Background: an optimization exercise with open tools, aiming at small area, a short achievable clock period and few clock cycles per item. Do not read the settings as production practice. Only simulation tests tie the RTL to the original design; equivalence was not proved.

==> xenon <==
Design noz_comp, start of the top module:
module noz_comp (
    input  wire         clk,
    input  wire         rst,
    input  wire         start,
    output wire         ready,
    input  wire [383:0] lv_in,
    input  wire [127:0] out_in,
    input  wire [6:0]   first,
    input  wire [6:0]   last,
    input  wire         odd,
    input  wire         radius2,
    input  wire [2:0]   cap,
    input  wire         comp_en,
    input  wire [63:0]  vol,
    output wire         done,
    output wire [383:0] lv_out,
    output reg          lost,
    output reg  [7:0]   out_cnt
);
    localparam N = 128;
    function [127:0] ge_th(input [6:0] x);
        integer n, j;
        begin
            ge_th = 128'd0;
            ge_th[0] = ~x[0];
            ge_th[1] = 1'b1;
            for (n = 1; n < 7; n = n + 1)
                for (j = 0; j < (1 << n); j = j + 1) begin
                    ge_th[(1 << n) + j] = ~x[n] | ge_th[j];
                    ge_th[j]            = ~x[n] & ge_th[j];
                end
        end
    endfunction
    function [127:0] gt_th(input [6:0] x);
        integer n, j;
        begin
            gt_th = 128'd0;
            gt_th[0] = 1'b0;
            gt_th[1] = ~x[0];
            for (n = 1; n < 7; n = n + 1)
                for (j = 0; j < (1 << n); j = j + 1) begin
                    gt_th[(1 << n) + j] = ~x[n] | gt_th[j];
                    gt_th[j]            = ~x[n] & gt_th[j];
                end
        end
    endfunction
    reg          busy;        
    reg          fet;         
    reg          has;         
    reg          ph;          
    reg  [6:0]   cur;
    reg  [2:0]   ql [0:4];
    reg  [7:0]   qv [0:4];
    reg  [3:0]   qe;
    reg  [7:0]   vr;          
    reg  [383:0] lvr;         
    reg  [N-1:0] om;          
    reg  [55:0]  volr;        
    reg  [55:0]  thr_r;
    reg  [2:0]   cap_r;
    reg  [6:0]   first_r, last_r;
    reg          odd_r, rad2_r, en_r;
    wire om_any = |om;
    assign done   = busy & (fet ? ~om_any : ~has);
    assign ready  = ~busy | done;
    wire load = start & ready;
    assign lv_out = lvr;
    function [2:0] slot_of(input integer j, input p, input o);
        begin
            case (j)
  ...
clock: 40.0 ns
lec_check: 0
abc_area: 1
cap_margin: 20
core_margin: 2
core_utilization: 60
place_density: 0.75
slew_margin: 20
run.sh (not shown) runs the stock make flow with config.mk's settings and CLKGATE_MAP_FILE= SYNTH_SCRIPT=/design/flow/synth_recipe.tcl, a recipe that flattens the netlist after the stock synthesis.
==> delta: changes against xenon <==
--- a/flow/design.v
+++ b/flow/design.v
@@ -17,33 +17,23 @@
     output reg          lost,
     output reg  [7:0]   out_cnt
 );
     localparam N = 128;
     function [127:0] ge_th(input [6:0] x);
-        integer n, j;
+        integer h, l;
         begin
-            ge_th = 128'd0;
-            ge_th[0] = ~x[0];
-            ge_th[1] = 1'b1;
-            for (n = 1; n < 7; n = n + 1)
-                for (j = 0; j < (1 << n); j = j + 1) begin
-                    ge_th[(1 << n) + j] = ~x[n] | ge_th[j];
-                    ge_th[j]            = ~x[n] & ge_th[j];
-                end
+            for (h = 0; h < 8; h = h + 1)
+                for (l = 0; l < 16; l = l + 1)
+                    ge_th[16*h + l] = (h > x[6:4]) || ((h == x[6:4]) && (l >= x[3:0]));
         end
     endfunction
     function [127:0] gt_th(input [6:0] x);
-        integer n, j;
+        integer h, l;
         begin
-            gt_th = 128'd0;
-            gt_th[0] = 1'b0;
-            gt_th[1] = ~x[0];
-            for (n = 1; n < 7; n = n + 1)
-                for (j = 0; j < (1 << n); j = j + 1) begin
-                    gt_th[(1 << n) + j] = ~x[n] | gt_th[j];
-                    gt_th[j]            = ~x[n] & gt_th[j];
-                end
+            for (h = 0; h < 8; h = h + 1)
+                for (l = 0; l < 16; l = l + 1)
+                    gt_th[16*h + l] = (h > x[6:4]) || ((h == x[6:4]) && (l > x[3:0]));
         end
     endfunction
     reg          busy;        
     reg          fet;         
     reg          has;         
@@ -58,11 +48,12 @@
     reg  [55:0]  volr;        
     reg  [55:0]  thr_r;
     reg  [2:0]   cap_r;
     reg  [6:0]   first_r, last_r;
     reg          odd_r, rad2_r, en_r;
-    wire om_any = |om;
+    reg  [7:0] om_g;          
+    wire om_any = |om_g;
     assign done   = busy & (fet ? ~om_any : ~has);
     assign ready  = ~busy | done;
     wire load = start & ready;
     assign lv_out = lvr;
     function [2:0] slot_of(input integer j, input p, input o);
@@ -295,22 +286,10 @@
         if (rst) begin
             busy <= 1'b0;
         end else if (load) begin
             busy    <= 1'b1;
             fet     <= 1'b1;
-            lvr     <= ld_lv;
-            om      <= ld_om;
-            volr    <= vol[63:8];
-            thr_r   <= ld_thr;
-            cap_r   <= cap;
-            first_r <= first;
-            last_r  <= last;
-            odd_r   <= odd;
-            rad2_r  <= radius2;
-            en_r    <= comp_en;
-            out_cnt <= 8'd0;
-            lost    <= 1'b0;
         end else if (done) begin
             busy <= 1'b0;
         end else if (more) begin
             ph <= 1'b1;
             vr <= c_v[2];
@@ -329,17 +308,36 @@
                 ql[j] <= fw_lv[3*slot_of(j, 1'b0, odd_r) +: 3];
                 qv[j] <= fw_v[8*slot_of(j, 1'b0, odd_r) +: 8];
                 if (j < 4)
                     qe[j] <= rd_el[slot_of(j, 1'b0, odd_r)] && (j < 2 || rad2_r);
             end
-            if (!fet) begin
+        end
+    end
+    always @(posedge clk) begin
+        if (ready) begin
+            lvr     <= ld_lv;
+            om      <= ld_om;
+            for (i = 0; i < 8; i = i + 1)
+                om_g[i] <= |ld_om[16*i +: 16];
+            volr    <= vol[63:8];
+            thr_r   <= ld_thr;
+            cap_r   <= cap;
+            first_r <= first;
+            last_r  <= last;
+            odd_r   <= odd;
+            rad2_r  <= radius2;
+            en_r    <= comp_en;
+            out_cnt <= 8'd0;
+            lost    <= 1'b0;
+        end else if (!fet) begin
+            if (en_r)
+                for (i = 0; i < N; i = i + 1)
+                    if (wb_we[i])
+                        lvr[3*i +: 3] <= wb_lv[3*i +: 3];
+            if (!more) begin
                 out_cnt <= out_cnt + 8'd1;
                 if (en_r && v_left)
                     lost <= 1'b1;
             end
         end
-        if (!rst && !load && !done && !fet && en_r)
-            for (i = 0; i < N; i = i + 1)
-                if (wb_we[i])
-                    lvr[3*i +: 3] <= wb_lv[3*i +: 3];
     end
 endmodule
CAP_MARGIN = 40   (was 20)
CORE_UTILIZATION = 40   (was 60)
PLACE_DENSITY = 0.6   (was 0.75)
SLEW_MARGIN = 40   (was 20)
==> comparison table <==
quantity                                                                                                    delta                     xenon
Count of different cell masters after synthesis                                                                79                        86
Detailed placement HPWL                                                                                    424 mm                    359 mm
Setup slack after placement                                                                              27.84 ns                  28.06 ns
Gate count of the mapped netlist                                                                            10.3k                     11.5k
EDFF count, synth                                                                                             718                       335
Std-Cell Rows                                                                                                 155                       127
Number of placed instances with taps included                                                               13.3k                     13.7k
Initial cell density of the core                                                                            40.1%                     60.3%
Proportion of synthesized chip area in sequential cells                                                     30.4%                     24.6%
Avg Synthesized Cell Area                                                                                6.91 um2                  6.27 um2
Synthesized-area fraction occupied by and/or/nand/nor cells                                                 27.9%                     30.1%
Run status                                                                               timing/DRC/antenna clean    stopped before the end
Stage where the flow stopped                                                                                    -  global routing (5_1_grt)
Vertical die dimension                                                                                     427 um                    351 um
Xor and xnor fraction of the mapped netlist area                                                            2.50%                     2.45%
Most frequently used flop master after synthesis                                        sky130_fd_sc_hd__edfxtp_1  sky130_fd_sc_hd__dfxtp_1
Share of the synthesized area in compound gates (AO/OA/AOI/OAI)                                             21.2%                     26.2%
Syn_nets                                                                                                    11.2k                     12.4k
# clock sinks                                                                                                 728                       720
Post-synthesis share of cell area spent on full adders, half adders and majority gates                      7.22%                     5.98%
Testbench counts of xenon, summed over its fixed seeds: cycles 19,539, lines 3,200.
Testbench counts of delta, summed over its fixed seeds: cycles 19,539, lines 3,200.

[re-timing with driven ports]
No port has a modelled driver above. Below, the same layout with a new extraction and two added sets of constraints.
Step 1, drivers: a clkbuf_16 drives clk and a buf_2 each remaining input, both assumed.
Step 2 adds t to the input delays and takes it off the output delays; t is the mean of the earliest and latest rising clock arrival at the registers after step 1. Input paths then give back, and output paths get back, about the clock's delay inside the block.
Three values: ideal, step 1, step 2; two values: the first two.
run: delta
shift t [ns]: 0.867
setup WS [ns]: 26.599 / 26.599 / 26.599
worst setup path after step 2: register to register
clock arrival spread, ns: 0.088 / 0.088
After both steps setup and hold are still met in delta. The setup slack of delta moves by 0.000 ns with the drivers and by 0.000 ns with both steps.
